Background: an optimization exercise with open tools, aiming at small area, a short achievable clock period and few clock cycles. Do not read the settings as production practice.
In this exercise RTL edits were held to simulation tests only and were not proved equivalent to the original.
Power figures rest on the tool's default switching activity, not on a simulated workload.

$ cat flow/design.v
module pvc_sel #(parameter W = 1) (
    input  wire         s,
    input  wire [W-1:0] a,       
    input  wire [W-1:0] b,       
    output wire [W-1:0] y
);
    assign y = s ? a : b;
endmodule
module pvc_decoder (
    input  wire        clk,
    input  wire        rst,
    input  wire        s_valid,
    output wire        s_ready,
    input  wire [19:0] s_last,
    input  wire [19:0] s_desc,
    input  wire        s_eob,
    input  wire [13:0] s_bits,
    input  wire        b_valid,
    output wire        b_ready,
    input  wire [19:0] b_data,
    output reg         r_valid,
    output reg  [19:0] r_value,
    output reg         v_valid,
    output reg         v_ok,
    output wire [13:0] v_used
);
    reg        dfull;           
    reg [2:0]  dmode;
    reg [3:0]  dq;
    reg        disd;            
    reg [4:0]  dw1;             
    reg [5:0]  dkb;             
    reg [19:0] dlast;
    reg        deob;
    reg        dfirst;          
    reg        nfirst;          
    reg        gd, gn;          
    reg        sr;              
    reg        blk;             
    reg [13:0] brem;
    reg [2:0]  ib;
    reg        past;            
    reg        drain;           
    reg [19:0] s0, s1, s2;
    reg [2:0]  v;
    reg [4:0]  p;               
    reg [19:0] ph;              
    reg        vvalid;
    reg [19:0] vy;              
    reg [19:0] vlast;
    reg [3:0]  vsh;             
    reg        vadd;            
    reg        vkeep;           
    reg        veob;
    reg [4:0]  vw;
    reg        vok;
    reg        vfirst;
    reg [13:0] acc;
    assign s_ready = sr && blk;
    assign b_ready = !v[2];
    assign v_used  = acc;
    wire take   = s_valid && s_ready;
    wire arrive = b_valid && !v[2];
    wire g      = disd ? gd : gn;
    wire dec    = dfull && g;
    wire [59:0] win = {ib[2] ? s2 : 20'd0, ib[1] ? s1 : 20'd0, ib[0] ? s0 : 20'd0};
    wire [38:0] xa = p[4] ? {12'd0, win[42:16]} : win[38:0];
    wire [30:0] xb = p[3] ? xa[38:8] : xa[30:0];
    wire [26:0] xc = p[2] ? xb[30:4] : xb[26:0];
    wire [24:0] xd = p[1] ? xc[26:2] : xc[24:0];
    wire [23:0] x  = p[0] ? xd[24:1] : xd[23:0];
    wire       isp = (dmode == 3'd3) || (dmode == 3'd4);    
    wire [22:0] wl = {s1[2:0] & {3{ib[1]}}, s0};
    wire [3:0]  L;
    genvar gx, gj;
    generate for (gx = 0; gx < 4; gx = gx + 1) begin : g_l
        wire [19:0] t;
        for (gj = 0; gj < 20; gj = gj + 1) begin : g_j
            assign t[gj] = ph[gj] & wl[gj + gx];
        end
        assign L[gx] = ib[0] & (|t);
    end endgenerate
    wire       P = L[0];
    wire       isp0 = (dmode == 3'd3) || (dmode == 3'd4);
    wire [4:0] w1 = dw1;
    wire [4:0] w0 = isp0 ? 5'd1 : dw1;
    wire [4:0] w = disd ? ((L == 4'd0) ? 5'd24 : {1'b0, L} + 5'd4) : (P ? w1 : w0);
    function [7:0] stepv(input [5:0] ss);
        reg [5:0] t;
        begin
            if (ss >= 6'd40)      begin t = ss - 6'd40; stepv = {2'd2, t[4:0], t[4:0] >= 5'd17}; end
            else if (ss >= 6'd20) begin t = ss - 6'd20; stepv = {2'd1, t[4:0], t[4:0] >= 5'd17}; end
            else                                        stepv = {2'd0, ss[4:0], ss[4:0] >= 5'd17};
        end
    endfunction
    wire [7:0] stx  = {2'd1, p, p >= 5'd17};
    wire [7:0] sti  = (p == 5'd19) ? 8'b01_00000_0 : {2'd0, p + 5'd1, p >= 5'd16};
    wire [7:0] stdb = {sti[7:6] + 2'd1, sti[5:0]};
    wire [5:0] swa  = {1'b0, p} + {1'b0, dw1};
    wire [5:0] swb  = {1'b0, p} + dkb;
    wire [7:0] stw  = (dw1 == 5'd21 && p == 5'd19) ? 8'b10_00000_0 :
                      swb[5] ? {2'd1, swb[4:0], swb[4:0] >= 5'd17} : {2'd0, swa[4:0], swa[4:0] >= 5'd17};
    reg  [7:0] st1, st0;
    always @* begin
        case (dmode)
            3'd0:    begin st1 = stx;  st0 = stx; end
            3'd2:    begin st1 = stw;  st0 = stw; end
            3'd3:    begin st1 = stdb; st0 = sti; end
            default: begin st1 = stw;  st0 = sti; end
        endcase
    end
    wire [4:0] u    = p + 5'd4;                               
    wire [7:0] st24 = p[4] ? {2'd2, 1'b0, p[3:0], 1'b0} : {2'd1, u, p >= 5'd13};
    wire [4:0] ub = {~p[4], p[3:0]};
    wire [3:0] ug = u[3:0] & L, ut = u[3:0] ^ L;
    wire [3:0] bg = p[3:0] & L, bt = p[3:0] ^ L;
    wire ua1 = ug[0];
    wire ua2 = ug[1] | ut[1] & ug[0];
    wire ua3 = ug[2] | ut[2] & ug[1] | ut[2] & ut[1] & ug[0];
    wire ua4 = ug[3] | ut[3] & ug[2] | ut[3] & ut[2] & ug[1] | ut[3] & ut[2] & ut[1] & ug[0];
    wire ba1 = bg[0];
    wire ba2 = bg[1] | bt[1] & bg[0];
    wire ba3 = bg[2] | bt[2] & bg[1] | bt[2] & bt[1] & bg[0];
    wire ba4 = bg[3] | bt[3] & bg[2] | bt[3] & bt[2] & bg[1] | bt[3] & bt[2] & bt[1] & bg[0];
    wire [4:0] sa = {u[4] ^ ua4, ut ^ {ua3, ua2, ua1, 1'b0}};        
    wire [4:0] sb = {ub[4] ^ ba4, bt ^ {ba3, ba2, ba1, 1'b0}};       
    wire ge20 = p[4] | ba4;                                           
    wire [7:0] std = (L == 4'd0) ? st24 :
                     ge20 ? {2'd1, sb, sb >= 5'd17} : {2'd0, sa, sa >= 5'd17};
    wire [7:0] st  = disd ? std : (P ? st1 : st0);
    wire [1:0] A   = st[7:6];
    wire [4:0] pw  = st[5:1];
    wire       phi = st[0];
    wire        bhi = |brem[13:6];
    wire [6:0]  tb  = {1'b0, brem[5:0]} - {2'b0, p};    
    wire s_gt = !bhi && ($signed(tb) < $signed({2'b0, w}));
    wire s_eq = !bhi && (tb == {2'b0, w});
    wire [14:0] dmask;
    generate for (gx = 0; gx < 15; gx = gx + 1) begin : g_mask
        assign dmask[gx] = (L > gx);
    end endgenerate
    wire [15:0] dsx  = {x[18:4], 1'b0};
    wire        dsgn = dsx[L];
    wire [19:0] dext = {{5{dsgn}}, (x[18:4] & dmask) | ({15{dsgn}} & ~dmask)};
    wire [19:0] y    = disd ? ((L == 4'd0) ? x[23:4] : dext) : (isp ? x[20:1] : x[19:0]);
    reg [4:0] w1_in;
    always @* begin
        case (s_desc[19:17])
            3'd0:    w1_in = 5'd20;
            3'd2:    w1_in = 5'd20 - {1'b0, s_desc[15:12]};
            3'd3:    w1_in = 5'd21;
            default: w1_in = 5'd21 - {1'b0, s_desc[15:12]};
        endcase
    end
    wire ib3 = bhi || (brem[5:0] > 6'd60);
    wire ib4 = |brem[13:7] || (brem[6:0] > 7'd80);
    wire [4:0] ibx = {ib4, ib3, ib};
    wire [1:0] nib = ib[2] ? 2'd3 : ib[1] ? 2'd2 : ib[0] ? 2'd1 : 2'd0;
    wire [1:0] deo = ib[1] ? 2'd2 : ib[0] ? 2'd1 : 2'd0;     
    reg [1:0] d;
    always @* begin
        d = 2'd0;
        if (drain)
            d = (v[0] && ib[0]) ? 2'd1 : 2'd0;
        else if (dec)
            d = deob ? deo : (A != 2'd0 && ib[0]) ? ((A == 2'd2 && ib[1]) ? 2'd2 : 2'd1) : 2'd0;
    end
    wire [2:0] v_sh  = (d == 2'd0) ? v : (d == 2'd1) ? {1'b0, v[2:1]} : {2'b00, v[2]};
    wire [2:0] v_nxt;
    pvc_sel #(3) u_v (.s(arrive), .a({v_sh[1:0], 1'b1}), .b(v_sh), .y(v_nxt));
    wire ctx = s_ready && nfirst;
    wire [13:0] bsub = (d == 2'd0) ? brem :
                       (d == 2'd1) ? (ib[1] ? brem - 14'd20 : 14'd0) :
                                     (ib[2] ? brem - 14'd40 : 14'd0);
    wire [2:0] ibsub = (d == 2'd0) ? ib : (d == 2'd1) ? ibx[3:1] : ibx[4:2];
    wire [2:0] ibnew = {s_bits > 14'd40, s_bits > 14'd20, s_bits != 14'd0};
    wire drain_nxt = dec ? (deob && ib[2]) : (drain && (d == 2'd1 ? ib[1] : ib[0]));
    wire [4:0] p_nxt = dec ? (deob ? 5'd0 : pw) : p;
    wire [19:0] ph_nxt = 20'd1 << p_nxt;
    wire dfull_nxt = take || (dfull && !dec);
    wire deob_nxt  = sr ? s_eob : deob;
    wire [2:0] vs0 = v_sh;
    wire [2:0] vs1 = (d == 2'd0) ? {v[1:0], 1'b1} : (d == 2'd1) ? {1'b0, v[1], 1'b1} : 3'b001;
    wire [1:0] nva   = v[2] ? 2'd3 : v[1] ? 2'd2 : v[0] ? 2'd1 : 2'd0;
    wire       allk0 = !ibx[{1'b0, nva}];
    wire       allk1 = !ibx[{1'b0, nva} + 3'd1];
    function [1:0] gnext(input [2:0] vn, input allk);    
        reg alls;
        begin
            alls = !ctx && allk;
            if (drain_nxt)
                gnext = 2'b00;
            else if (dec && deob)                         
                gnext = {vn[1], vn[1]};
            else if (dec)
                gnext = {allk || vn[2] || (vn[1] && !phi), allk || vn[1]};
            else
                gnext = {alls || vn[2] || (vn[1] && p < 5'd17), alls || vn[1]};
        end
    endfunction
    wire [1:0] g0 = gnext(vs0, allk0);
    wire [1:0] g1 = gnext(vs1, allk1);
    wire [1:0] g_nxt;
    pvc_sel #(2) u_g (.s(arrive), .a(g1), .b(g0), .y(g_nxt));
    wire gd_nxt = g_nxt[1];
    wire gn_nxt = g_nxt[0];
    wire [2:0] gib  = ctx ? 3'b111 : ibsub;
    wire isd_new    = (s_desc[19:17] == 3'd1);
    wire g_new, g_old;
    pvc_sel u_gnew (.s(isd_new), .a(gd_nxt), .b(gn_nxt), .y(g_new));
    pvc_sel u_gold (.s(disd),    .a(gd_nxt), .b(gn_nxt), .y(g_old));
    wire dstay  = dfull && !dec;
    wire sr_t1  = g_new;
    wire sr_t0  = !dstay || g_old;
    wire blk_nxt = !drain_nxt && !(take ? s_eob && gib[2] : dstay && deob && gib[2]);
    wire sr_nxt;
    pvc_sel u_sr (.s(take), .a(sr_t1), .b(sr_t0), .y(sr_nxt));
    wire [19:0] z = vy << vsh;
    wire [19:0] r = vadd ? vlast + vy : vkeep ? vlast : z;
    always @(posedge clk) begin
        if (rst) begin
            dfull   <= 1'b0;
            nfirst  <= 1'b1;
            gd      <= 1'b0;
            gn      <= 1'b0;
            sr      <= 1'b1;
            blk     <= 1'b1;
            v       <= 3'd0;
            p       <= 5'd0;
            ph      <= 20'd1;
            drain   <= 1'b0;
            vvalid  <= 1'b0;
            r_valid <= 1'b0;
            v_valid <= 1'b0;
        end else begin
            dfull   <= dfull_nxt;
            gd      <= gd_nxt;
            gn      <= gn_nxt;
            sr      <= sr_nxt;
            blk     <= blk_nxt;
            v       <= v_nxt;
            p       <= p_nxt;
            ph      <= ph_nxt;
            drain   <= drain_nxt;
            if (take)
                nfirst <= s_eob;
            vvalid  <= dec;
            r_valid <= vvalid;
            v_valid <= vvalid && veob;
        end
        if (s_ready) begin
            dmode  <= s_desc[19:17];
            disd   <= (s_desc[19:17] == 3'd1);
            dw1    <= w1_in;
            dkb    <= {1'b0, w1_in} + 6'd12;
            dq     <= s_desc[15:12];
            dlast  <= s_last;
            deob   <= s_eob;
            dfirst <= nfirst;
        end
        brem <= ctx ? s_bits : bsub;
        ib   <= ctx ? ibnew : ibsub;
        if (ctx)
            past <= 1'b0;
        else if (dec)
            past <= past || s_gt;
        case (d)
            2'd0: begin
                if (!v[0]) s0 <= b_data;
                if (!v[1]) s1 <= b_data;
                if (!v[2]) s2 <= b_data;
            end
            2'd1: begin
                s0 <= v[1] ? s1 : b_data;
                s1 <= v[2] ? s2 : b_data;
                s2 <= b_data;
            end
            default: begin
                s0 <= v[2] ? s2 : b_data;
                s1 <= b_data;
                s2 <= b_data;
            end
        endcase
        vy     <= y;
        vlast  <= dlast;
        vsh    <= (dmode == 3'd2 || dmode == 3'd4) ? dq : 4'd0;
        vadd   <= disd && (L != 4'd0);
        vkeep  <= isp && !P;
        veob   <= deob;
        vw     <= w;
        vok    <= !past && s_eq;
        vfirst <= dfirst;
        r_value <= r;
        v_ok    <= vok;
        acc <= ((vvalid && vfirst) ? 14'd0 : acc) + {9'd0, vw & {5{vvalid}}};
    end
endmodule
$ cat flow/flow/run.sh
#!/bin/bash
set -euo pipefail
export SETUP_SLACK_MARGIN=8
export BUFFER_PORTS_ARGS="-buffer_cell sky130_fd_sc_hd__buf_4"
bash standard.sh > standard_flow.log 2>&1
$ cat flow/standard.sh
#!/bin/bash
# synth_recipe.tcl (not shown) runs the flow's synth.tcl, then flattens the netlist and writes it again
# the make line also repeats each setting of config.mk as NAME=value (left out here)
make -C /OpenROAD-flow-scripts/flow DESIGN_CONFIG=/design/flow/config.mk WORK_HOME=/design/flow/orfs CLKGATE_MAP_FILE= SYNTH_SCRIPT=/design/flow/synth_recipe.tcl "${@:-finish}"
$ cat flow/config.mk
export PLATFORM = sky130hd
export DESIGN_NAME = pvc_decoder
export DESIGN_NICKNAME = pvc_decoder
export VERILOG_FILES = /design/flow/design.v
export SDC_FILE = /design/flow/constraint.sdc
export NUM_CORES = 4
export LEC_CHECK = 0
export ABC_AREA = 1
export CAP_MARGIN = 20
export CORE_MARGIN = 2
export CORE_UTILIZATION = 40
export CTS_CLUSTER_DIAMETER = 250
export CTS_CLUSTER_SIZE = 18
export SLEW_MARGIN = 20
export SYNTH_HIERARCHICAL = 1
export TNS_END_PERCENT = 5
$ cat flow/constraint.sdc
create_clock -name core_clock -period 12.0 [get_ports {clk}]
set_input_delay 2.4000 -clock core_clock [delete_from_list [all_inputs] [get_ports {clk}]]
set_output_delay 2.4000 -clock core_clock [all_outputs]
set_load 0.01 [all_outputs]
==> results of run 1 <==
what timing repair did:
action                                 4_1_cts  5_1_grt
buffers inserted                            22       12
setup endpoints to repair                  141      100
resized for setup                           41       20
endpoints found under the hold margin        0        0
pin swaps                                    9       21
gates cloned                                 6        0
metrics by stage:
stage                     power, mW  std cells
after CTS                      3.58       3001
after detailed placement       2.97       2947
after floorplan                2.47       2397
final                          3.60       3013
after global placement         2.94       2947
after global routing           3.90       3013
worst min-delay path by stage:
stage / end / from / slack [ns] / cells after the start
2_1_floorplan: v_ok$_DFF_P_ / vok$_DFF_P_ / 0.31 / 0
3_3_place_gp: v_ok$_DFF_P_ / vok$_DFF_P_ / 0.32 / 0
3_5_place_dp: v_ok$_DFF_P_ / vok$_DFF_P_ / 0.31 / 0
4_1_cts: v_ok$_DFF_P_ / vok$_DFF_P_ / 0.34 / 0
5_1_grt: vlast[0]$_DFF_P_ / dlast[0]$_DFFE_PP_ / 0.35 / 0
6_report: v_ok$_DFF_P_ / vok$_DFF_P_ / 0.34 / 0
per-layer routing:
layer,track usage,vias up,wire [um]
met2,0.389,461,23200
met1,0.330,7481,23400
met4,0.0607,0,1180
met5,0,-,0
met3,0.0251,66,2760
li1,-,8090,-
logic make-up after synthesis:
| kind of cell | Yosys count | share of synthesized area |
|---|---|---|
| XOR/XNOR | 47 | 0.0252 |
| multiplexers | 3 | 0.00184 |
| other | 1 | 0.000230 |
| buffers and inverters | 370 | 0.0933 |
| AND/OR/NAND/NOR | 1092 | 0.271 |
| flip-flops | 244 | 0.345 |
| adder cells (fa/ha/maj) | 73 | 0.0582 |
| AO/OA/AOI/OAI | 567 | 0.205 |
modules after synthesis (local to each module, per instance), excerpt:
module	cells	times used	cell area [um^2]
pvc_sel	4	3	15.0
pvc_decoder	2368	1	16200
layout make-up:
class | instances | area (um^2) | share of cell area
repair buffers | 156 | 1210 | 0.0654
multi-input cells | 1786 | 9400 | 0.509
well taps | 532 | 666 | 0.0361
inverters | 266 | 1060 | 0.0576
repair inverters | 3 | 22.5 | 0.00122
flip-flops and latches | 244 | 5640 | 0.305
clock inverters | 1 | 8.76 | 0.000475
clock buffers | 25 | 455 | 0.0247
critical path, delay by kind of cell (launching register included):
family	cells	cell delay [ns]
AOI/OAI and AO/OA	5	0.67
adders and majority gates	2	0.49
DFF	1	0.53
buffers and inverters	1	0.15
and+or+nand+nor	23	2.10
state kept, by name, indices dropped and copies added, names as in the netlist, 3 cells and up:
register	cells
dq	4
dlast	20
vlast	20
dw1	5
r_value	20
brem	14
acc	14
dkb	4
p	5
vw	5
vy	20
s0	20
s1	20
vsh	4
dmode	3
v	3
ph	20
s2	20
ib	3
cells in the final DEF, fill, tap and decap left out, types with 10 or more instances in the layout:
master,netlist,final
dfxtp_1,169,169
nand2_1,707,698
o21ai_0,206,206
edfxtp_1,75,75
inv_2,16,12
nand4_1,16,16
a31oi_1,10,10
buf_4,7,149
nor3_1,21,19
o21ai_1,80,80
xnor2_1,20,20
o22ai_1,32,32
inv_1,247,242
or2_2,12,10
nand3_1,104,100
ha_1,68,62
nor2_1,205,203
o31ai_1,15,15
o221ai_1,10,10
nand2_2,6,10
a21oi_1,124,120
o211ai_2,20,20
xor2_1,27,27
clkbuf_16,0,17
o211ai_1,18,18
where the power goes:
group          internal, mW  total (mW)  switching, mW
combinational         0.657        1.80           1.14
sequential             1.08        1.25          0.167
clock                 0.265       0.555          0.291
total                  2.00        3.60           1.60
==> impl_metrics.env, run 1 <==
export IMPL_outcome="timing/DRC/antenna clean"
export IMPL_overflow=0
export IMPL_crit_required_ns=12.42
export IMPL_yosysTopAreaCell="dfxtp_1"
export IMPL_crit_type="reg -> reg"
export IMPL_fp_dieH_um=206
export IMPL_r2r_cells=31
export IMPL_cts_root_buf="clkbuf_16"
export IMPL_die_width_um=206
export IMPL_clk_pin_slew_ns=0.09
export IMPL_viasPerCell=5.34
export IMPL_synth_common_cells="nand2_1 (707), inv_1 (247), o21ai_0 (206), nor2_1 (205), dfxtp_1 (169)"
export IMPL_maxSlewHeadroom=0.392
export IMPL_worstMarginPinSlew_ns=0.911
export IMPL_clock_sinks=244
export IMPL_grt_max_degree=46
export IMPL_dr_pass1_iters=5
export IMPL_cts_tree="done"
export IMPL_route_detailed_drc=0
export IMPL_async_reset_ff_frac=0
export IMPL_fin_tns_setup_ns=0
export IMPL_crit_end="sr$_SDFF_PP1_"
export IMPL_gp_congestion=0.913
export IMPL_synth_top_cell_area_share=0.207
export IMPL_final_util=0.455
export IMPL_p_leak_nw=8.39
export IMPL_worstSkewPairLatency_ns=0.53
export IMPL_crit_slowest_cell="edfxtp_1"
export IMPL_htree_levels=1
export IMPL_period_minus_slack_ns=4.08
export IMPL_grt_pass1_vias=14900
export IMPL_io_buffers=104
export IMPL_ctsLongestPathBuffers=3
export IMPL_ant_nets=0
export IMPL_hp_class="reg -> reg"
export IMPL_placed_area_um2=17400
export IMPL_synth_edf_count=75
export IMPL_critPathMaxStageDelay_ns=0.53
export IMPL_final_area_um2=18500
export IMPL_syn_inst=2397
export IMPL_num_vias=16100
export IMPL_yosys_warnings=7
export IMPL_finalHoldWorstSlack_ns=0.337
export IMPL_initial_core_util=0.403
export IMPL_fmax_mhz=245
export IMPL_crit_path_start="s0[3]$_DFFE_PP_"
export IMPL_cts_buffers=17
export IMPL_core_area_um2=40600
export IMPL_synth_yosys_seq_area_share=0.345
export IMPL_syn_nets=2549
export IMPL_ys_top_cells_by_area="dfxtp_1 (21%), nand2_1 (16%), edfxtp_1 (14%)"
export IMPL_core_rowCount=74
export IMPL_netlist_area_um2=16300
export IMPL_critPathCaptureType="flop"
export IMPL_grt_pass1_wl_um=80200
export IMPL_critPathMaxFanout=6
export IMPL_setup_ws_ns=7.92
export IMPL_synth_flop_cell="dfxtp_1"
export IMPL_ioPinCount=118
export IMPL_hold_viol=0
export IMPL_syn_avg_cell_area_um2=6.81
export IMPL_max_cap_violations=0
export IMPL_rsz0062_at_grt="yes"
export IMPL_ctsHoldBuffers=0
export IMPL_ff2ff_setup_slack_ns=7.92
export IMPL_power_density_nw_per_um2=195
export IMPL_nets=2626
export IMPL_place_ws_ns=6.64
export IMPL_post_route_cells_drive_above_1_share=0.115
export IMPL_track_usage=0.237
export IMPL_ys_types=69
export IMPL_worstReg2RegEnd="sr$_SDFF_PP1_"
export IMPL_drt_first_iter_violations=1438
export IMPL_critical_path_most_common_cell="nand2_1"
export IMPL_fill_cells=4280
export IMPL_cp_arrival_ns=4.50
export IMPL_wirelength_um=50600
export IMPL_num_antenna_cells=0
export IMPL_irDropWorstVdd_uv=92.0
export IMPL_finClkSkew_ns=0.0229
export IMPL_wl_per_cell_um=16.8
export IMPL_finalCritPeriodShare=0.340
export IMPL_start_kind="flop"
export IMPL_syn_to_final_growth_pct=13.0
export IMPL_grt_antenna_before_repair=0
export IMPL_yosysMostFrequentCell="nand2_1"
export IMPL_timing_rr_start="s0[3]$_DFFE_PP_"
export IMPL_die_area_um2=42500
export IMPL_synth_seq_cells=244
export IMPL_setup_violations=0
export IMPL_maxSlewViolCount=0
export IMPL_dpl_hpwl_um=37100
Testbench counts, summed over its fixed seeds: cycles 31,734.
==> run 2: changes to the inputs <==
--- a/flow/config.mk
+++ b/flow/config.mk
@@ -14,3 +14,3 @@
 export SLEW_MARGIN = 20
 export SYNTH_HIERARCHICAL = 1
-export TNS_END_PERCENT = 5
+export TNS_END_PERCENT = 1
==> impl_metrics.env, run 2 <==
export IMPL_cts_tree="done"
export IMPL_post_route_cells_drive_above_1_share=0.115
export IMPL_yosysTopAreaCell="dfxtp_1"
export IMPL_rsz0062_at_grt="yes"
export IMPL_critical_path_most_common_cell="nand2_1"
export IMPL_yosys_warnings=7
export IMPL_grt_max_degree=46
export IMPL_crit_required_ns=12.42
export IMPL_num_antenna_cells=0
export IMPL_power_density_nw_per_um2=195
export IMPL_cell_internal_pwr_mw=2.00
export IMPL_fin_tns_setup_ns=0
export IMPL_finalHoldWorstSlack_ns=0.337
export IMPL_io_buffers=104
export IMPL_ctsLongestPathBuffers=3
export IMPL_worstMarginPinSlew_ns=0.902
export IMPL_async_reset_ff_frac=0
export IMPL_drt_first_iter_violations=1445
export IMPL_viasPerCell=5.33
export IMPL_ys_types=69
export IMPL_netlist_area_um2=16300
export IMPL_gp_congestion=0.913
export IMPL_outcome="timing/DRC/antenna clean"
export IMPL_clk_pin_slew_ns=0.09
export IMPL_die_area_um2=42500
export IMPL_ctsHoldBuffers=0
export IMPL_dpl_cell_count=2947
export IMPL_yosysMostFrequentCell="nand2_1"
export IMPL_setup_violations=0
export IMPL_finalNonFillerCells=3013
export IMPL_period_minus_slack_ns=4.07
export IMPL_critPathMaxFanout=6
export IMPL_seq_power_share=0.346
export IMPL_core_area_um2=40600
export IMPL_critPathMaxStageDelay_ns=0.53
export IMPL_wl_per_cell_um=16.8
export IMPL_syn_inst=2397
export IMPL_wirelength_um=50500
export IMPL_core_rowCount=74
export IMPL_grt_antenna_before_repair=0
export IMPL_final_area_um2=18500
export IMPL_ys_top_cells_by_area="dfxtp_1 (21%), nand2_1 (16%), edfxtp_1 (14%)"
export IMPL_fp_dieH_um=206
export IMPL_synth_top_cell_area_share=0.207
export IMPL_synth_seq_cells=244
export IMPL_dr_pass1_iters=6
export IMPL_cts_root_buf="clkbuf_16"
export IMPL_setup_ws_ns=7.93
export IMPL_clock_sinks=244
export IMPL_die_width_um=206
export IMPL_num_vias=16100
export IMPL_syn_avg_cell_area_um2=6.81
export IMPL_syn_to_final_growth_pct=13.0
export IMPL_syn_nets=2549
export IMPL_finClkSkew_ns=0.0235
export IMPL_crit_slowest_cell="edfxtp_1"
export IMPL_irDropWorstVdd_uv=91.9
export IMPL_grt_pass1_wl_um=80200
export IMPL_final_cell_mix="nand2_1 (698), inv_1 (242), o21ai_0 (206), nor2_1 (203), dfxtp_1 (169)"
export IMPL_final_common_cell="nand2_1"
export IMPL_pwr_share_comb=0.500
export IMPL_crit_type="reg -> reg"
export IMPL_overflow=0
export IMPL_initial_core_util=0.403
export IMPL_place_ws_ns=6.64
export IMPL_synth_flop_cell="dfxtp_1"
export IMPL_ant_nets=0
export IMPL_p_sw_mw=1.60
export IMPL_hold_viol=0
export IMPL_max_cap_violations=0
export IMPL_synth_yosys_seq_area_share=0.345
export IMPL_htree_levels=1
export IMPL_critPathCaptureType="flop"
export IMPL_dpl_hpwl_um=37100
export IMPL_track_usage=0.237
export IMPL_placed_area_um2=17400
export IMPL_clkPwrFrac=0.154
export IMPL_cts_buffers=17
export IMPL_finalPower_mw=3.60
export IMPL_synth_edf_count=75
export IMPL_route_detailed_drc=0
export IMPL_synth_common_cells="nand2_1 (707), inv_1 (247), o21ai_0 (206), nor2_1 (205), dfxtp_1 (169)"
export IMPL_cp_arrival_ns=4.50
export IMPL_final_util=0.455
export IMPL_nets=2626
export IMPL_worstSkewPairLatency_ns=0.52
export IMPL_hp_class="reg -> reg"
export IMPL_maxSlewViolCount=0
export IMPL_start_kind="flop"
export IMPL_maxSlewHeadroom=0.398
export IMPL_ioPinCount=118
export IMPL_switching_share=0.444
export IMPL_fmax_mhz=246
export IMPL_grt_pass1_vias=14900
export IMPL_p_leak_nw=8.39
export IMPL_finalCritPeriodShare=0.339
run 2: cell types whose count changed in the layout (fill, tap and decap cells not counted):
cell	change
inv_2	+1
inv_4	-1
run 2: power groups by stage:
stage | clock, mW | combinational, mW | sequential [mW]
floorplan | 0 | 1.25 | 1.21
global placement | 0 | 1.67 | 1.27
detailed placement | 0 | 1.70 | 1.27
CTS | 0.576 | 1.76 | 1.24
global route | 0.598 | 2.04 | 1.27
finish | 0.555 | 1.80 | 1.25
run 2: what timing repair did:
action / 4_1_cts / 5_1_grt
gates cloned: 6 / 0
buffers inserted: 22 / 12
pin swaps: 9 / 21
gates resized for setup: 41 / 18
endpoints found under the setup margin: 141 / 100
run 2: per-layer routing:
layer / up-vias / share of wire / track usage
met4: 0 / 0.023 / 0.0607
li1: 8087 / - / -
met5: - / 0 / 0
met3: 66 / 0.056 / 0.0251
met1: 7451 / 0.46 / 0.330
met2: 470 / 0.46 / 0.389
run 2: area by class of cell:
cell class | instances | area [um^2]
fill | 4277 | 22100
multi-input combinational | 1786 | 9400
sequential | 244 | 5640
timing repair buffer | 156 | 1210
inverter | 266 | 1060
tap | 532 | 666
clock buffer | 25 | 455
timing repair inverter | 3 | 22.5
clock inverter | 1 | 8.76
run 2: cell families (layout without fill, tap and decap cells):
kind of cell | Yosys count | in the layout | synth area share
AO/OA/AOI/OAI | 567 | 567 | 0.205
XOR/XNOR | 47 | 47 | 0.0252
adder cells (fa/ha/maj) | 73 | 73 | 0.0582
buffers and inverters | 370 | 451 | 0.0933
flip-flops | 244 | 244 | 0.345
multiplexers | 3 | 3 | 0.00184
other | 1 | 1 | 0.000230
AND/OR/NAND/NOR | 1092 | 1095 | 0.271
run 2: per-module statistics from Yosys (local to each module, per instance), excerpt:
module / area (um^2) / times used / flip-flops and latches
pvc_decoder: 16200 / 1 / 244
pvc_sel: 15.0 / 3 / 0
run 2: critical path: cells and delay by family (launching register included):
family	cells	cell delay, ns
compound gates	5	0.67
buf+inv	1	0.15
flops	1	0.53
simple gates	23	2.10
fa+ha+maj	2	0.49
run 2: worst paths after layout:
| path | start | endpoint | slack (ns) | depth (start not counted) |
|---|---|---|---|---|
| hold / removal | vok$_DFF_P_ | v_ok$_DFF_P_ | 0.34 | 0 |
| setup reg to reg | s0[3]$_DFFE_PP_ | sr$_SDFF_PP1_ | 7.93 | 31 |
| hold reg to reg | vok$_DFF_P_ | v_ok$_DFF_P_ | 0.34 | 0 |
| setup / recovery | s0[3]$_DFFE_PP_ | sr$_SDFF_PP1_ | 7.93 | 31 |
==> run 3: changes to the inputs <==
==> flow/flow/run.sh (replaced) <==
#!/bin/bash
set -euo pipefail
export SETUP_SLACK_MARGIN=8
bash standard.sh > standard_flow.log 2>&1
==> impl_metrics.env, run 3 <==
export IMPL_cts_tree="done"
export IMPL_dr_pass1_iters=5
export IMPL_seq_power_share=0.343
export IMPL_synth_edf_count=75
export IMPL_clock_sinks=244
export IMPL_final_cell_mix="nand2_1 (701), inv_1 (244), o21ai_0 (205), nor2_1 (202), dfxtp_1 (169)"
export IMPL_fmax_mhz=249
export IMPL_synth_common_cells="nand2_1 (707), inv_1 (247), o21ai_0 (206), nor2_1 (205), dfxtp_1 (169)"
export IMPL_clkPwrFrac=0.156
export IMPL_core_rowCount=74
export IMPL_route_detailed_drc=0
export IMPL_ys_top_cells_by_area="dfxtp_1 (21%), nand2_1 (16%), edfxtp_1 (14%)"
export IMPL_ctsLongestPathBuffers=3
export IMPL_num_antenna_cells=0
export IMPL_cts_buffers=17
export IMPL_cp_arrival_ns=4.35
export IMPL_r2r_cells=19
export IMPL_die_area_um2=42500
export IMPL_dpl_cell_count=2948
export IMPL_initial_core_util=0.403
export IMPL_cts_root_buf="clkbuf_16"
export IMPL_drt_first_iter_violations=1277
export IMPL_clk_pin_slew_ns=0.09
export IMPL_p_leak_nw=8.26
export IMPL_critPathCaptureType="flop"
export IMPL_crit_required_ns=12.33
export IMPL_grt_pass1_vias=15200
export IMPL_netlist_area_um2=16300
export IMPL_gp_congestion=0.899
export IMPL_syn_inst=2397
export IMPL_core_area_um2=40600
export IMPL_track_usage=0.240
export IMPL_finalNonFillerCells=3004
export IMPL_hold_viol=0
export IMPL_grt_antenna_before_repair=0
export IMPL_place_ws_ns=6.55
export IMPL_fin_tns_setup_ns=0
export IMPL_cell_internal_pwr_mw=2.02
export IMPL_fill_cells=4204
export IMPL_wirelength_um=50900
export IMPL_synth_seq_cells=244
export IMPL_hp_class="reg -> reg"
export IMPL_p_sw_mw=1.61
export IMPL_ant_nets=0
export IMPL_finClkSkew_ns=0.0218
export IMPL_worstMarginPinSlew_ns=0.959
export IMPL_ctsHoldBuffers=0
export IMPL_critPathMaxFanout=38
export IMPL_finalHoldWorstSlack_ns=0.336
export IMPL_worstSkewPairLatency_ns=0.52
export IMPL_async_reset_ff_frac=0
export IMPL_syn_avg_cell_area_um2=6.81
export IMPL_fp_dieH_um=206
export IMPL_viasPerCell=5.34
export IMPL_ys_types=69
export IMPL_final_common_cell="nand2_1"
export IMPL_grt_pass1_wl_um=81200
export IMPL_num_vias=16000
export IMPL_finalCritPeriodShare=0.334
export IMPL_crit_path_start="p[2]$_SDFF_PP0_"
export IMPL_max_cap_violations=0
export IMPL_worstReg2RegEnd="s0[6]$_DFFE_PP_"
export IMPL_start_kind="flop"
export IMPL_crit_type="reg -> reg"
export IMPL_io_buffers=104
export IMPL_maxSlewHeadroom=0.354
export IMPL_nets=2616
export IMPL_grt_max_degree=46
export IMPL_htree_levels=1
export IMPL_setup_ws_ns=7.99
export IMPL_irDropWorstVdd_uv=85.2
export IMPL_rsz0062_at_grt="yes"
export IMPL_dpl_hpwl_um=37500
export IMPL_ioPinCount=118
export IMPL_maxSlewViolCount=0
export IMPL_period_minus_slack_ns=4.01
export IMPL_synth_yosys_seq_area_share=0.345
export IMPL_wl_per_cell_um=17.0
export IMPL_final_util=0.459
export IMPL_overflow=0
export IMPL_crit_end="s0[6]$_DFFE_PP_"
export IMPL_pwr_share_comb=0.501
export IMPL_switching_share=0.444
export IMPL_outcome="timing/DRC/antenna clean"
export IMPL_syn_nets=2549
export IMPL_power_density_nw_per_um2=195
export IMPL_yosysTopAreaCell="dfxtp_1"
export IMPL_setup_violations=0
export IMPL_yosys_warnings=7
export IMPL_yosysMostFrequentCell="nand2_1"
export IMPL_synth_flop_cell="dfxtp_1"
export IMPL_timing_rr_start="p[2]$_SDFF_PP0_"
export IMPL_syn_to_final_growth_pct=14.0
export IMPL_ff2ff_setup_slack_ns=7.99
export IMPL_post_route_cells_drive_above_1_share=0.0663
export IMPL_die_width_um=206
export IMPL_synth_top_cell_area_share=0.207
run 3: repair_timing:
action                                  CTS  global route
pin swaps                                15             8
setup buffers                            20             4
resized for setup                        41            13
gates cloned                              5             0
hold endpoints to repair                  0             0
endpoints found under the setup margin  143            99
run 3: layout make-up:
cell class / instances / area [um^2] / area share
multi-input cells: 1786 / 9380 / 0.504
flip-flops and latches: 244 / 5640 / 0.303
repair buffers: 147 / 1390 / 0.0747
inverters: 266 / 1060 / 0.0568
well taps: 532 / 666 / 0.0358
clock buffers: 26 / 459 / 0.0247
repair inverters: 2 / 17.5 / 0.000941
clock inverters: 1 / 8.76 / 0.000470
run 3: metal layers:
metal	vias to the layer above	share of wire	GRT usage
met4	0	0.024	0.0658
met1	7396	0.45	0.331
met5	-	0	0
li1	8073	-	-
met2	477	0.45	0.390
met3	86	0.069	0.0377
run 3: worst min path at each step:
| stage | start | end | slack [ns] | cells after the start |
|---|---|---|---|---|
| 5_1_grt | vok$_DFF_P_ | v_ok$_DFF_P_ | 0.35 | 0 |
| 4_1_cts | vok$_DFF_P_ | v_ok$_DFF_P_ | 0.34 | 0 |
| 3_3_place_gp | vok$_DFF_P_ | v_ok$_DFF_P_ | 0.32 | 0 |
| 6_report | vok$_DFF_P_ | v_ok$_DFF_P_ | 0.34 | 0 |
| 3_5_place_dp | vok$_DFF_P_ | v_ok$_DFF_P_ | 0.32 | 0 |
| 2_1_floorplan | vok$_DFF_P_ | v_ok$_DFF_P_ | 0.31 | 0 |
run 3: cells by family (layout without fill, tap and decap cells):
family	Yosys count	in the layout	synth area share
flip-flops	244	244	0.345
AND/OR/NAND/NOR	1092	1095	0.271
other	1	1	0.000230
buffers and inverters	370	442	0.0933
XOR/XNOR	47	47	0.0252
multiplexers	3	3	0.00184
AO/OA/AOI/OAI	567	567	0.205
adder cells (fa/ha/maj)	73	73	0.0582
run 3: per-stage QoR:
stage / instance area, um^2 / total power, mW
after floorplan: 16400 / 2.47
after global placement: 17700 / 2.98
after detailed placement: 17700 / 3.00
after CTS: 18500 / 3.63
after global routing: 18600 / 3.94
final: 18600 / 3.64
run 3: power groups by stage:
stage / Sequential (mW) / Clock, mW / Combinational (mW)
finish: 1.25 / 0.568 / 1.82
global route: 1.27 / 0.610 / 2.06
CTS: 1.25 / 0.583 / 1.80
detailed placement: 1.27 / 0 / 1.73
global placement: 1.27 / 0 / 1.71
floorplan: 1.21 / 0 / 1.25
run 3: Yosys stat by module, one instance, submodules excluded, excerpt:
| module | times used | cells inside | area [um^2] | flip-flops and latches |
|---|---|---|---|---|
| pvc_sel | 3 | 4 | 15.0 | 0 |
| pvc_decoder | 1 | 2368 | 16200 | 244 |
run 3: worst max-delay path, stage by stage (launching register included):
cell	delay [ns]
dfxtp_1	0.33
buf_6	0.30
inv_8	0.15
ha_1	0.28
nand3_2	0.13
inv_1	0.10
nand2_1	0.22
inv_1	0.13
a21oi_1	0.14
nand2_1	0.07
nand3_1	0.11
nand2_1	0.09
nand3_1	0.07
nand2_1	0.05
nand2_1	0.05
buf_4	0.36
inv_12	0.09
nor2_4	0.31
inv_2	0.40
o211ai_2	0.36
==> run 4: changes to the inputs <==
--- a/flow/config.mk
+++ b/flow/config.mk
@@ -9,8 +9,8 @@
 export CAP_MARGIN = 20
 export CORE_MARGIN = 2
-export CORE_UTILIZATION = 40
+export CORE_UTILIZATION = 50
 export CTS_CLUSTER_DIAMETER = 250
 export CTS_CLUSTER_SIZE = 18
 export SLEW_MARGIN = 20
 export SYNTH_HIERARCHICAL = 1
-export TNS_END_PERCENT = 1
+export TNS_END_PERCENT = 5
==> impl_metrics.env, run 4 <==
export IMPL_outcome="timing/DRC/antenna clean"
export IMPL_synth_edf_count=75
export IMPL_dr_pass1_iters=7
export IMPL_min_from="vok$_DFF_P_"
export IMPL_worstReg2RegEnd="sr$_SDFF_PP1_"
export IMPL_overflow=0
export IMPL_fp_dieH_um=185
export IMPL_grt_antenna_before_repair=1
export IMPL_clock_sinks=244
export IMPL_core_rowCount=66
export IMPL_wirelength_um=52100
export IMPL_synth_compound_area_share=0.205
export IMPL_netlist_area_um2=16300
export IMPL_register_area_um2=5640
export IMPL_core_area_um2=32400
export IMPL_track_usage=0.303
export IMPL_fmax_mhz=241
export IMPL_nets=2635
export IMPL_min_path_cells=0
export IMPL_timing_rr_start="s0[3]$_DFFE_PP_"
export IMPL_maxSlewHeadroom=0.367
export IMPL_cts_buffers=17
export IMPL_synthXorXnorAreaFrac=0.0252
export IMPL_grt_pass1_vias=14900
export IMPL_io_buffers=104
export IMPL_cts_tree="done"
export IMPL_htree_levels=1
export IMPL_ff2ff_setup_slack_ns=7.89
export IMPL_yosys_warnings=7
export IMPL_dpl_hpwl_um=37200
export IMPL_yosysTopAreaCell="dfxtp_1"
export IMPL_synth_simple_area_share=0.271
export IMPL_syn_avg_cell_area_um2=6.81
export IMPL_synth_top_cell_area_share=0.207
export IMPL_cts_root_buf="clkbuf_16"
export IMPL_clk_pin_slew_ns=0.08
export IMPL_ys_top_cells_by_area="dfxtp_1 (21%), nand2_1 (16%), edfxtp_1 (14%)"
export IMPL_final_common_cell="nand2_1"
export IMPL_cp_arrival_ns=1.75
export IMPL_hp_class="reg -> reg"
export IMPL_grt_max_degree=47
export IMPL_synth_yosys_seq_area_share=0.345
export IMPL_crit_required_ns=9.60
export IMPL_syn_nets=2549
export IMPL_synth_mux_area_fraction=0.00184
export IMPL_hold_end="v_ok$_DFF_P_"
export IMPL_multi_input_area_um2=9470
export IMPL_die_width_um=185
export IMPL_critPathCaptureType="output pin"
export IMPL_path_cells="buf_12 > inv_1 > clkdlybuf4s50_1"
export IMPL_ctsLongestPathBuffers=3
export IMPL_period_minus_slack_ns=4.15
export IMPL_finClkSkew_ns=0.0279
export IMPL_critPathMaxStageDelay_ns=0.56
export IMPL_syn_inst=2397
export IMPL_final_cell_mix="nand2_1 (696), inv_1 (242), o21ai_0 (204), nor2_1 (202), dfxtp_1 (168)"
export IMPL_yosys_area_share_adder=0.0582
export IMPL_maxSlewViolCount=0
export IMPL_syn_to_final_growth_pct=15.0
export IMPL_ant_nets=0
export IMPL_rsz0062_at_grt="yes"
export IMPL_route_detailed_drc=0
export IMPL_ys_types=69
export IMPL_max_cap_violations=0
export IMPL_setup_violations=0
export IMPL_start_kind="flop"
export IMPL_crit_type="reg -> out"
export IMPL_final_area_um2=18800
export IMPL_fill_cells=3203
export IMPL_grt_pass1_wl_um=81000
export IMPL_synth_common_cells="nand2_1 (707), inv_1 (247), o21ai_0 (206), nor2_1 (205), dfxtp_1 (169)"
export IMPL_async_reset_ff_frac=0
export IMPL_viasPerCell=5.59
export IMPL_drt_first_iter_violations=1711
export IMPL_critPathMaxFanout=46
export IMPL_irDropWorstVdd_uv=146
export IMPL_yosysMostFrequentCell="nand2_1"
export IMPL_ioPinCount=118
export IMPL_fin_tns_setup_ns=0
export IMPL_wl_per_cell_um=17.7
export IMPL_placed_area_um2=17600
export IMPL_synth_flop_cell="dfxtp_1"
export IMPL_r2r_cells=35
export IMPL_num_vias=16400
export IMPL_worstMarginPinSlew_ns=0.949
export IMPL_hold_viol=0
export IMPL_finalCritPeriodShare=0.346
export IMPL_initial_core_util=0.505
export IMPL_post_route_cells_drive_above_1_share=0.0778
export IMPL_crit_slowest_cell="clkdlybuf4s50_1"
export IMPL_gp_congestion=0.958
export IMPL_p_leak_nw=8.38
export IMPL_power_density_nw_per_um2=196
export IMPL_synth_seq_cells=244
export IMPL_synth_top_family_by_area="simple AND/OR/NAND/NOR gates"
export IMPL_worstSkewPairLatency_ns=0.52
export IMPL_die_area_um2=34100
-- run 4: changes by cell type in the layout (fill, tap and decap cells not counted), moves of 2 or more --
| cell | delta |
|---|---|
| buf_12 | +2 |
| buf_4 | +13 |
| buf_8 | +2 |
| inv_1 | -2 |
| nand2_1 | -5 |
| nand2_2 | +2 |
| nand2_4 | +3 |
-- run 4: cells by family (layout without fill, tap and decap cells) --
logic type | Yosys count | count (layout)
and+or+nand+nor | 1092 | 1098
AOI/OAI and AO/OA | 567 | 567
xor gates and xnor gates | 47 | 47
buffers and inverters | 370 | 459
muxes | 3 | 3
other | 1 | 2
adders and majority gates | 73 | 73
DFF | 244 | 244
-- run 4: Yosys stat by module, one instance, submodules excluded, a selection --
module,cells,copies in the design,flops+latches,cell area [um^2]
pvc_decoder,2368,1,244,16200
pvc_sel,4,3,0,15.0
-- run 4: power breakdown --
| group | internal, mW | total [mW] | switching, mW |
|---|---|---|---|
| Sequential | 1.08 | 1.26 | 0.182 |
| Clock | 0.267 | 0.559 | 0.292 |
| Combinational | 0.693 | 1.86 | 1.16 |
| Total | 2.04 | 3.68 | 1.64 |
-- run 4: timing repair --
| action | in CTS | in global routing |
|---|---|---|
| setup endpoints to repair | 143 | 106 |
| hold buffers | 0 | 0 |
| endpoints found under the hold margin | 0 | 0 |
| buffers inserted | 26 | 13 |
| resized for setup | 42 | 33 |
| pin swaps | 8 | 22 |
| cloned | 7 | 1 |
-- run 4: per-layer routing --
metal	wire length (um)	vias to the layer above	GRT usage
met5	0	-	0
met4	1670	0	0.0917
met3	4270	96	0.0464
met2	23000	662	0.480
met1	23200	7518	0.425
li1	-	8118	-
-- run 4: area by class of cell --
cell class / count / area share
Sequential cell: 244 / 0.300
Clock inverter: 1 / 0.000466
Timing Repair inverter: 1 / 0.000466
Clock buffer: 27 / 0.0246
Multi-Input combinational cell: 1789 / 0.504
Timing Repair Buffer: 164 / 0.0841
Inverter: 266 / 0.0564
Antenna cell: 1 / 0.000133
Tap cell: 442 / 0.0294
-- run 4: how the worst max path moves through the flow --
| stage | slack [ns] | end | cells after the start | from |
|---|---|---|---|---|
| after floorplan | 7.75 | sr$_SDFF_PP1_ | 31 | ib[1]$_DFFE_PP_ |
| after global placement | 5.34 | s0[11]$_DFFE_PP_ | 18 | ib[1]$_DFFE_PP_ |
| after detailed placement | 5.32 | s0[6]$_DFFE_PP_ | 18 | ib[1]$_DFFE_PP_ |
| after CTS | 7.81 | sr$_SDFF_PP1_ | 33 | ib[1]$_DFFE_PP_ |
| after global routing | 7.67 | sr$_SDFF_PP1_ | 35 | s0[3]$_DFFE_PP_ |
| final | 7.85 | b_ready | 3 | v[2]$_SDFF_PP0_ |
-- run 4: stage by stage --
stage,instances,hold WS [ns],setup WS [ns],power [mW],util
2_1_floorplan,2397,0.310,7.75,2.47,-
6_report,2935,0.330,7.85,3.68,0.580
3_5_place_dp,2858,0.315,5.32,3.01,0.543
3_3_place_gp,2858,0.314,5.34,2.99,0.543
4_1_cts,2919,0.330,7.81,3.64,0.572
5_1_grt,2934,0.345,7.67,3.97,0.580
-- run 4: worst max-delay path, delay by kind of cell (launching register included) --
kind	cells	cell delay (ns)
DFF	1	0.33
buffers and inverters	3	0.90
==> run 5: changes to the inputs <==
==> flow/flow/run.sh (replaced) <==
#!/bin/bash
set -euo pipefail
export SETUP_SLACK_MARGIN=7.6
bash standard.sh > standard_flow.log 2>&1
--- a/flow/config.mk
+++ b/flow/config.mk
@@ -9,5 +9,5 @@
 export CAP_MARGIN = 20
 export CORE_MARGIN = 2
-export CORE_UTILIZATION = 50
+export CORE_UTILIZATION = 40
 export CTS_CLUSTER_DIAMETER = 250
 export CTS_CLUSTER_SIZE = 18
==> impl_metrics.env, run 5 <==
export IMPL_outcome="timing/DRC/antenna clean"
export IMPL_drt_first_iter_violations=1392
export IMPL_synth_seq_cells=244
export IMPL_rsz0062_at_grt="yes"
export IMPL_maxSlewViolCount=0
export IMPL_ant_nets=0
export IMPL_final_cell_mix="nand2_1 (697), inv_1 (242), o21ai_0 (205), nor2_1 (204), dfxtp_1 (169)"
export IMPL_die_area_um2=42500
export IMPL_clk_pin_slew_ns=0.09
export IMPL_final_common_cell="nand2_1"
export IMPL_setup_violations=0
export IMPL_ioPinCount=118
export IMPL_yosysTopAreaCell="dfxtp_1"
export IMPL_worstMarginPinSlew_ns=0.963
export IMPL_register_area_um2=5640
export IMPL_route_detailed_drc=0
export IMPL_crit_type="reg -> out"
export IMPL_syn_nets=2549
export IMPL_multi_input_area_um2=9370
export IMPL_period_minus_slack_ns=4.28
export IMPL_grt_max_degree=46
export IMPL_synth_edf_count=75
export IMPL_critPathMaxFanout=16
export IMPL_hp_class="reg -> reg"
export IMPL_dpl_hpwl_um=37100
export IMPL_async_reset_ff_frac=0
export IMPL_finalCritPeriodShare=0.356
export IMPL_clock_sinks=244
export IMPL_synth_flop_cell="dfxtp_1"
export IMPL_initial_core_util=0.403
export IMPL_yosysMostFrequentCell="nand2_1"
export IMPL_wl_per_cell_um=16.8
export IMPL_netlist_area_um2=16300
export IMPL_overflow=0
export IMPL_fill_cells=4213
export IMPL_grt_antenna_before_repair=1
export IMPL_track_usage=0.234
export IMPL_dr_pass1_iters=5
export IMPL_power_density_nw_per_um2=194
export IMPL_synth_top_cell_area_share=0.207
export IMPL_worstSkewPairLatency_ns=0.52
export IMPL_core_area_um2=40600
export IMPL_ys_types=69
export IMPL_grt_pass1_wl_um=79000
export IMPL_viasPerCell=5.33
export IMPL_post_route_cells_drive_above_1_share=0.0702
export IMPL_gp_congestion=0.902
export IMPL_synth_yosys_seq_area_share=0.345
export IMPL_num_antenna_cells=0
export IMPL_syn_inst=2397
export IMPL_yosys_warnings=7
export IMPL_fp_dieH_um=206
export IMPL_placed_area_um2=17700
export IMPL_cp_arrival_ns=1.88
export IMPL_cts_tree="done"
export IMPL_syn_avg_cell_area_um2=6.81
export IMPL_io_buffers=104
export IMPL_max_cap_violations=0
export IMPL_ctsHoldBuffers=0
export IMPL_crit_required_ns=9.60
export IMPL_die_width_um=206
export IMPL_start_kind="flop"
export IMPL_nets=2623
export IMPL_ctsLongestPathBuffers=3
export IMPL_critPathCaptureType="output pin"
export IMPL_cts_root_buf="clkbuf_16"
export IMPL_fmax_mhz=234
export IMPL_p_leak_nw=8.30
export IMPL_fin_tns_setup_ns=0
export IMPL_synth_common_cells="nand2_1 (707), inv_1 (247), o21ai_0 (206), nor2_1 (205), dfxtp_1 (169)"
export IMPL_final_area_um2=18700
export IMPL_htree_levels=1
export IMPL_core_rowCount=74
export IMPL_hold_viol=0
export IMPL_num_vias=16000
export IMPL_syn_to_final_growth_pct=14.4
export IMPL_maxSlewHeadroom=0.356
export IMPL_ys_top_cells_by_area="dfxtp_1 (21%), nand2_1 (16%), edfxtp_1 (14%)"
export IMPL_ff2ff_setup_slack_ns=7.86
export IMPL_finClkSkew_ns=0.0305
export IMPL_irDropWorstVdd_uv=86.0
export IMPL_finalPower_mw=3.62
export IMPL_cts_buffers=17
export IMPL_grt_pass1_vias=14800
export IMPL_wirelength_um=50500
[run 5: worst paths after layout]
check | to | startpoint | depth (start not counted)
max | s_ready | sr$_SDFF_PP1_ | 3
min | vlast[15]$_DFF_P_ | dlast[15]$_DFFE_PP_ | 0
max reg2reg | sr$_SDFF_PP1_ | ib[1]$_DFFE_PP_ | 33
min reg2reg | vlast[15]$_DFF_P_ | dlast[15]$_DFFE_PP_ | 0
[run 5: Yosys stat by module, one instance, submodules excluded, excerpt]
| module | flops+latches | cells inside | cell area (um^2) | copies in the design |
|---|---|---|---|---|
| pvc_sel | 0 | 4 | 15.0 | 3 |
| pvc_decoder | 244 | 2368 | 16200 | 1 |
[run 5: what timing repair did]
item,CTS,global route
setup endpoints to repair,93,7
pin swaps,5,23
setup buffers,14,15
gates cloned,5,1
gates resized for setup,27,36
[run 5: kinds of logic after synthesis]
group,after synthesis,share of synthesized area
multiplexers,3,0.00184
buffers and inverters,370,0.0933
other,1,0.000230
flip-flops,244,0.345
AND/OR/NAND/NOR,1092,0.271
XOR/XNOR,47,0.0252
adder cells (fa/ha/maj),73,0.0582
AO/OA/AOI/OAI,567,0.205
[run 5: final cells by class]
type / instances / area share
clock buffer: 25 / 0.0244
clock inverter: 1 / 0.000469
inverter: 266 / 0.0567
multi-input combinational: 1786 / 0.502
sequential: 244 / 0.302
tap: 532 / 0.0356
timing repair buffer: 154 / 0.0782
timing repair inverter: 2 / 0.000938
[run 5: power by group]
part	switching (mW)	internal, mW
Combinational	1.14	0.692
Clock	0.286	0.265
Sequential	0.164	1.08
Total	1.59	2.04
[run 5: routing by layer]
layer | GRT usage | up-vias | wire length [um]
li1 | - | 8089 | -
met1 | 0.323 | 7371 | 23400
met2 | 0.376 | 503 | 22500
met3 | 0.0377 | 73 | 3260
met4 | 0.0709 | 2 | 1340
met5 | 0 | - | 12
[run 5: critical path, stage by stage, from the launching register on]
cell             delay, ns
dfxtp_1               0.33
nand2_1               0.06
inv_2                 0.34
clkdlybuf4s50_1       0.63
[run 5: per-stage QoR]
| stage | cells | worst slack, ns | utilization | hold WS [ns] |
|---|---|---|---|---|
| after detailed placement | 2949 | 6.34 | 0.436 | 0.319 |
| after global routing | 3010 | 7.56 | 0.461 | 0.342 |
| final | 3010 | 7.72 | 0.461 | 0.342 |
| after CTS | 2994 | 7.62 | 0.454 | 0.340 |
| after floorplan | 2397 | 7.61 | - | 0.310 |
| after global placement | 2949 | 6.35 | 0.436 | 0.327 |
==> run 6: changes to the inputs <==
==> flow/flow/run.sh (replaced) <==
#!/bin/bash
set -euo pipefail
export SETUP_SLACK_MARGIN=8.2
bash standard.sh > standard_flow.log 2>&1
==> impl_metrics.env, run 6 <==
export IMPL_outcome="timing/DRC/antenna clean"
export IMPL_maxSlewHeadroom=0.387
export IMPL_grt_antenna_before_repair=0
export IMPL_ys_top_cells_by_area="dfxtp_1 (21%), nand2_1 (16%), edfxtp_1 (14%)"
export IMPL_crit_type="reg -> reg"
export IMPL_grt_pass1_vias=15200
export IMPL_io_buffers=104
export IMPL_critPathCaptureType="flop"
export IMPL_placed_area_um2=17700
export IMPL_timing_rr_start="s0[3]$_DFFE_PP_"
export IMPL_setup_ws_ns=8.00
export IMPL_critPathMaxFanout=6
export IMPL_final_util=0.461
export IMPL_num_antenna_cells=0
export IMPL_synth_yosys_seq_area_share=0.345
export IMPL_initial_core_util=0.403
export IMPL_synth_edf_count=75
export IMPL_fill_cells=4203
export IMPL_max_cap_violations=0
export IMPL_ioPinCount=118
export IMPL_clock_sinks=244
export IMPL_die_area_um2=42500
export IMPL_ys_types=69
export IMPL_fin_tns_setup_ns=0
export IMPL_finClkSkew_ns=0.0222
export IMPL_dpl_hpwl_um=37500
export IMPL_syn_avg_cell_area_um2=6.81
export IMPL_netlist_area_um2=16300
export IMPL_crit_slowest_cell="edfxtp_1"
export IMPL_grt_max_degree=46
export IMPL_min_from="vok$_DFF_P_"
export IMPL_track_usage=0.241
export IMPL_min_path_cells=0
export IMPL_dr_pass1_iters=8
export IMPL_wirelength_um=51100
export IMPL_fmax_mhz=250
export IMPL_worstSkewPairLatency_ns=0.53
export IMPL_core_area_um2=40600
export IMPL_final_common_cell="nand2_1"
export IMPL_synth_flop_cell="dfxtp_1"
export IMPL_r2r_cells=31
export IMPL_grt_pass1_wl_um=81200
export IMPL_crit_required_ns=12.42
export IMPL_cts_root_buf="clkbuf_16"
export IMPL_setup_violations=0
export IMPL_critPathMaxStageDelay_ns=0.55
export IMPL_core_rowCount=74
export IMPL_fp_dieH_um=206
export IMPL_die_width_um=206
export IMPL_syn_inst=2397
export IMPL_hp_class="reg -> reg"
export IMPL_power_density_nw_per_um2=195
export IMPL_irDropWorstVdd_uv=84.7
export IMPL_cp_arrival_ns=4.41
export IMPL_viasPerCell=5.36
export IMPL_synth_common_cells="nand2_1 (707), inv_1 (247), o21ai_0 (206), nor2_1 (205), dfxtp_1 (169)"
export IMPL_htree_levels=1
export IMPL_syn_to_final_growth_pct=14.5
export IMPL_p_leak_nw=8.28
export IMPL_finalCritPeriodShare=0.333
export IMPL_start_kind="flop"
export IMPL_hold_viol=0
export IMPL_final_cell_mix="nand2_1 (700), inv_1 (244), o21ai_0 (202), nor2_1 (200), dfxtp_1 (169)"
export IMPL_place_ws_ns=6.55
export IMPL_cts_tree="done"
export IMPL_rsz0062_at_grt="yes"
export IMPL_drt_first_iter_violations=1328
export IMPL_post_route_cells_drive_above_1_share=0.0707
export IMPL_synth_seq_cells=244
export IMPL_clk_pin_slew_ns=0.08
export IMPL_yosysMostFrequentCell="nand2_1"
export IMPL_async_reset_ff_frac=0
export IMPL_final_area_um2=18700
export IMPL_crit_path_start="s0[3]$_DFFE_PP_"
export IMPL_overflow=0
export IMPL_wl_per_cell_um=17.0
export IMPL_worstMarginPinSlew_ns=0.916
export IMPL_gp_congestion=0.899
export IMPL_yosysTopAreaCell="dfxtp_1"
export IMPL_maxSlewViolCount=0
export IMPL_synth_top_cell_area_share=0.207
export IMPL_ant_nets=0
export IMPL_cts_buffers=17
export IMPL_period_minus_slack_ns=4.00
export IMPL_ctsLongestPathBuffers=3
export IMPL_num_vias=16100
export IMPL_syn_nets=2549
export IMPL_yosys_warnings=7
export IMPL_critical_path_most_common_cell="nand2_1"
export IMPL_route_detailed_drc=0
export IMPL_nets=2619
==> run 6: where the power goes <==
| group | leakage, nW | switching (mW) | internal (mW) | total (mW) |
|---|---|---|---|---|
| combinational | 5.89 | 1.15 | 0.683 | 1.83 |
| clock | 0.225 | 0.302 | 0.266 | 0.568 |
| sequential | 2.17 | 0.167 | 1.08 | 1.25 |
==> run 6: cell type report <==
cell class	instances	area (um^2)	area share
multi-input combinational	1786	9420	0.504
tap	532	666	0.0356
clock inverter	1	8.76	0.000468
timing repair inverter	2	17.5	0.000937
inverter	266	1060	0.0568
clock buffer	26	459	0.0246
sequential	244	5640	0.301
timing repair buffer	150	1430	0.0765
==> run 6: routing by layer <==
| metal | wire, um | vias to the layer above | global-route usage |
|---|---|---|---|
| met4 | 1210 | 0 | 0.0658 |
| met1 | 23100 | 7453 | 0.330 |
| met3 | 3460 | 77 | 0.0382 |
| li1 | - | 8075 | - |
| met2 | 23300 | 502 | 0.392 |
| met5 | 0 | - | 0 |
==> run 6: per-module statistics from Yosys, one instance, submodules excluded, a selection <==
module	flip-flops and latches	cells	times used	area, um^2
pvc_decoder	244	2368	1	16200
pvc_sel	0	4	3	15.0
==> run 6: stage by stage <==
step                instances  power [mW]  hold WS [ns]
detailed placement       2948        3.00         0.315
global route             3007        3.95         0.347
floorplan                2397        2.47         0.310
finish                   3007        3.65         0.337
CTS                      3002        3.63         0.342
global placement         2948        2.98         0.320
==> run 6: what timing repair did <==
action | 4_1_cts | 5_1_grt
setup buffers | 22 | 5
pin swaps | 15 | 8
setup endpoints to repair | 159 | 138
cloned | 5 | 0
hold buffers | 0 | 0
resized for setup | 43 | 29
==> run 6: critical path: cells and delay by family, from the launching register on <==
family | cells | cell delay, ns
buffers and inverters | 1 | 0.15
DFF | 1 | 0.55
AOI/OAI and AO/OA | 5 | 0.65
adders and majority gates | 2 | 0.46
and+or+nand+nor | 23 | 2.08
==> run 6: cells by family after synthesis <==
group | after synthesis | share of synthesized area
AOI/OAI and AO/OA | 567 | 0.205
xor gates and xnor gates | 47 | 0.0252
adders and majority gates | 73 | 0.0582
buffers and inverters | 370 | 0.0933
DFF | 244 | 0.345
muxes | 3 | 0.00184
other | 1 | 0.000230
and+or+nand+nor | 1092 | 0.271
==> run 6: final timing paths <==
check	endpoint	slack [ns]
max	sr$_SDFF_PP1_	8.00
min	v_ok$_DFF_P_	0.34
max reg2reg	sr$_SDFF_PP1_	8.00
min reg2reg	v_ok$_DFF_P_	0.34
==> run 7: changes to the inputs <==
==> flow/flow/run.sh (replaced) <==
#!/bin/bash
set -euo pipefail
export SETUP_SLACK_MARGIN=8
bash standard.sh > standard_flow.log 2>&1
==> impl_metrics.env, run 7 <==
export IMPL_outcome="timing/DRC/antenna clean"
export IMPL_final_common_cell="nand2_1"
export IMPL_finClkSkew_ns=0.0220
export IMPL_dpl_cell_count=2948
export IMPL_die_area_um2=42500
export IMPL_irDropWorstVdd_uv=84.3
export IMPL_synth_flop_cell="dfxtp_1"
export IMPL_dpl_hpwl_um=37500
export IMPL_core_area_um2=40600
export IMPL_synth_yosys_seq_area_share=0.345
export IMPL_switching_share=0.443
export IMPL_yosys_warnings=7
export IMPL_dr_pass1_iters=6
export IMPL_grt_antenna_before_repair=0
export IMPL_synth_common_cells="nand2_1 (707), inv_1 (247), o21ai_0 (206), nor2_1 (205), dfxtp_1 (169)"
export IMPL_grt_pass1_vias=15200
export IMPL_p_sw_mw=1.61
export IMPL_syn_to_final_growth_pct=14.2
export IMPL_hp_class="reg -> reg"
export IMPL_met3_usage=0.0377
export IMPL_use_met1=0.331
export IMPL_wl_per_cell_um=16.9
export IMPL_worstMarginPinSlew_ns=0.938
export IMPL_gp_congestion=0.899
export IMPL_crit_type="reg -> reg"
export IMPL_yosysMostFrequentCell="nand2_1"
export IMPL_fin_tns_setup_ns=0
export IMPL_critPathMaxFanout=6
export IMPL_viasPerCell=5.33
export IMPL_num_vias=16000
export IMPL_initial_core_util=0.403
export IMPL_finalNonFillerCells=3008
export IMPL_grt_max_degree=46
export IMPL_fp_dieH_um=206
export IMPL_finalCritPeriodShare=0.333
export IMPL_wirelength_um=50900
export IMPL_crit_required_ns=12.42
export IMPL_period_minus_slack_ns=4.00
export IMPL_netlist_area_um2=16300
export IMPL_io_buffers=104
export IMPL_pwr_share_comb=0.501
export IMPL_overflow=0
export IMPL_post_route_cells_drive_above_1_share=0.0679
export IMPL_ys_top_cells_by_area="dfxtp_1 (21%), nand2_1 (16%), edfxtp_1 (14%)"
export IMPL_p_leak_nw=8.28
export IMPL_multi_input_area_um2=9380
export IMPL_num_antenna_cells=0
export IMPL_syn_nets=2549
export IMPL_maxSlewHeadroom=0.368
export IMPL_cts_tree="done"
export IMPL_cp_arrival_ns=4.42
export IMPL_ioPinCount=118
export IMPL_ant_nets=0
export IMPL_setup_violations=0
export IMPL_synth_top_cell_area_share=0.207
export IMPL_ctsLongestPathBuffers=3
export IMPL_synth_seq_cells=244
export IMPL_ys_types=69
export IMPL_cts_buffers=17
export IMPL_track_usage=0.240
export IMPL_clkPwrFrac=0.156
export IMPL_cell_internal_pwr_mw=2.02
export IMPL_drt_first_iter_violations=1324
export IMPL_crit_slowest_cell="edfxtp_1"
export IMPL_final_cell_mix="nand2_1 (701), inv_1 (244), o21ai_0 (205), nor2_1 (202), dfxtp_1 (169)"
export IMPL_fmax_mhz=250
export IMPL_met2_usage=0.390
export IMPL_clock_sinks=244
export IMPL_syn_inst=2397
export IMPL_synth_edf_count=75
export IMPL_clk_pin_slew_ns=0.08
export IMPL_nets=2620
export IMPL_start_kind="flop"
export IMPL_hold_viol=0
export IMPL_fill_cells=4205
export IMPL_register_area_um2=5640
export IMPL_cts_root_buf="clkbuf_16"
export IMPL_syn_avg_cell_area_um2=6.81
export IMPL_seq_power_share=0.343
export IMPL_die_width_um=206
export IMPL_grt_busiest_layer="met2"
export IMPL_critPathMaxStageDelay_ns=0.55
export IMPL_async_reset_ff_frac=0
export IMPL_core_rowCount=74
export IMPL_yosysTopAreaCell="dfxtp_1"
export IMPL_power_density_nw_per_um2=195
export IMPL_critical_path_most_common_cell="nand2_1"
export IMPL_htree_levels=1
export IMPL_worstSkewPairLatency_ns=0.53
export IMPL_maxSlewViolCount=0
export IMPL_grt_pass1_wl_um=81200
export IMPL_ff2ff_setup_slack_ns=8.00
export IMPL_route_detailed_drc=0
export IMPL_critPathCaptureType="flop"
export IMPL_max_cap_violations=0
export IMPL_rsz0062_at_grt="yes"
==> run 7: cell counts after synthesis <==
Identical to the previous run, type by type.
==> run 7: through the flow <==
step | util | worst slack (ns) | power, mW | area (um^2) | hold slack (ns)
5_1_grt | 0.460 | 7.69 | 3.94 | 18700 | 0.347
6_report | 0.460 | 8.00 | 3.64 | 18700 | 0.336
2_1_floorplan | - | 7.75 | 2.47 | 16400 | 0.310
4_1_cts | 0.457 | 7.94 | 3.63 | 18500 | 0.342
3_5_place_dp | 0.437 | 6.55 | 3.00 | 17700 | 0.315
3_3_place_gp | 0.437 | 6.53 | 2.98 | 17700 | 0.320
==> run 7: cell families after synthesis <==
logic type / count (synthesis) / synth area share
AND/OR/NAND/NOR: 1092 / 0.271
AO/OA/AOI/OAI: 567 / 0.205
buffers and inverters: 370 / 0.0933
flip-flops: 244 / 0.345
adder cells (fa/ha/maj): 73 / 0.0582
XOR/XNOR: 47 / 0.0252
multiplexers: 3 / 0.00184
other: 1 / 0.000230
==> run 7: path summary, 6_finish.rpt <==
kind              cells after the start              from             to
setup / recovery                     34  s0[19]$_DFFE_PP_  sr$_SDFF_PP1_
hold / removal                        0       vok$_DFF_P_   v_ok$_DFF_P_
setup reg to reg                     34  s0[19]$_DFFE_PP_  sr$_SDFF_PP1_
hold reg to reg                       0       vok$_DFF_P_   v_ok$_DFF_P_
==> run 7: final cells by class <==
cell class              count  area share
repair buffers            151      0.0763
inverters                 266      0.0568
clock inverters             1    0.000470
well taps                 532      0.0357
clock buffers              26      0.0246
multi-input cells        1786       0.503
repair inverters            2    0.000939
flip-flops and latches    244       0.302
==> run 7: timing repair <==
| item | CTS | global route |
|---|---|---|
| resized for setup | 41 | 16 |
| pin swaps | 15 | 8 |
| buffers inserted | 20 | 8 |
| hold buffers | 0 | 0 |
| gates cloned | 5 | 0 |
| endpoints found under the setup margin | 143 | 99 |
==> run 7: routing by layer <==
layer	wire, um	up-vias
li1	-	8080
met1	22900	7365
met2	23100	505
met3	3630	89
met4	1260	0
met5	0	-
==> run 7: power groups by stage <==
stage / Sequential (mW) / Clock, mW / Combinational, mW
2_1_floorplan: 1.21 / 0 / 1.25
3_5_place_dp: 1.27 / 0 / 1.73
4_1_cts: 1.25 / 0.583 / 1.80
6_report: 1.25 / 0.568 / 1.82
3_3_place_gp: 1.27 / 0 / 1.71
5_1_grt: 1.27 / 0.610 / 2.06
==> run 7: Yosys stat by module (local to each module, per instance), a selection <==
module / cells / copies in the design / area [um^2]
pvc_decoder: 2368 / 1 / 16200
pvc_sel: 4 / 3 / 15.0
==> run 7: worst max-delay path: cells and delay by family, from the launching register on <==
kind | cells | cell delay [ns]
AO/OA/AOI/OAI | 4 | 0.33
adder cells (fa/ha/maj) | 2 | 0.47
buffers and inverters | 2 | 0.21
flip-flops | 1 | 0.55
AND/OR/NAND/NOR | 26 | 2.33

static timing again, ports no longer ideal:
How much do the figures lean on ideal ports? The routed layouts below were timed once more, with nothing changed but the port constraints. Step 1, drivers: a clkbuf_16 drives clk and a buf_2 each remaining input, both assumed. Step 2, shift: input delay + t, output delay - t, t = (earliest + latest rising clock arrival at the registers) / 2. This alone moves slack from input paths to output paths. Slacks: ideal / step 1 / step 2; pairs: ideal / step 1.
run	t (ns)	slack for setup (ns)	worst setup path after step 2	pins driven straight from the clock port
run 1	0.564	7.920 / 7.920 / 7.920	register to register	1
run 2	0.563	7.927 / 7.927 / 7.927	register to register	1
run 3	0.568	7.990 / 7.952 / 7.589	input to register	1
run 4	0.558	7.852 / 7.801 / 7.594	input to register	1
run 5	0.556	7.722 / 7.670 / 7.578	input to register	1
run 6	0.574	8.003 / 7.954 / 7.567	input to register	1
run 7	0.571	8.000 / 7.947 / 7.569	input to register	1
After both steps every run listed still meets setup and hold. For run 6, which loses most, drivers alone change the setup slack by -0.049 ns; drivers and shift together by -0.436 ns.
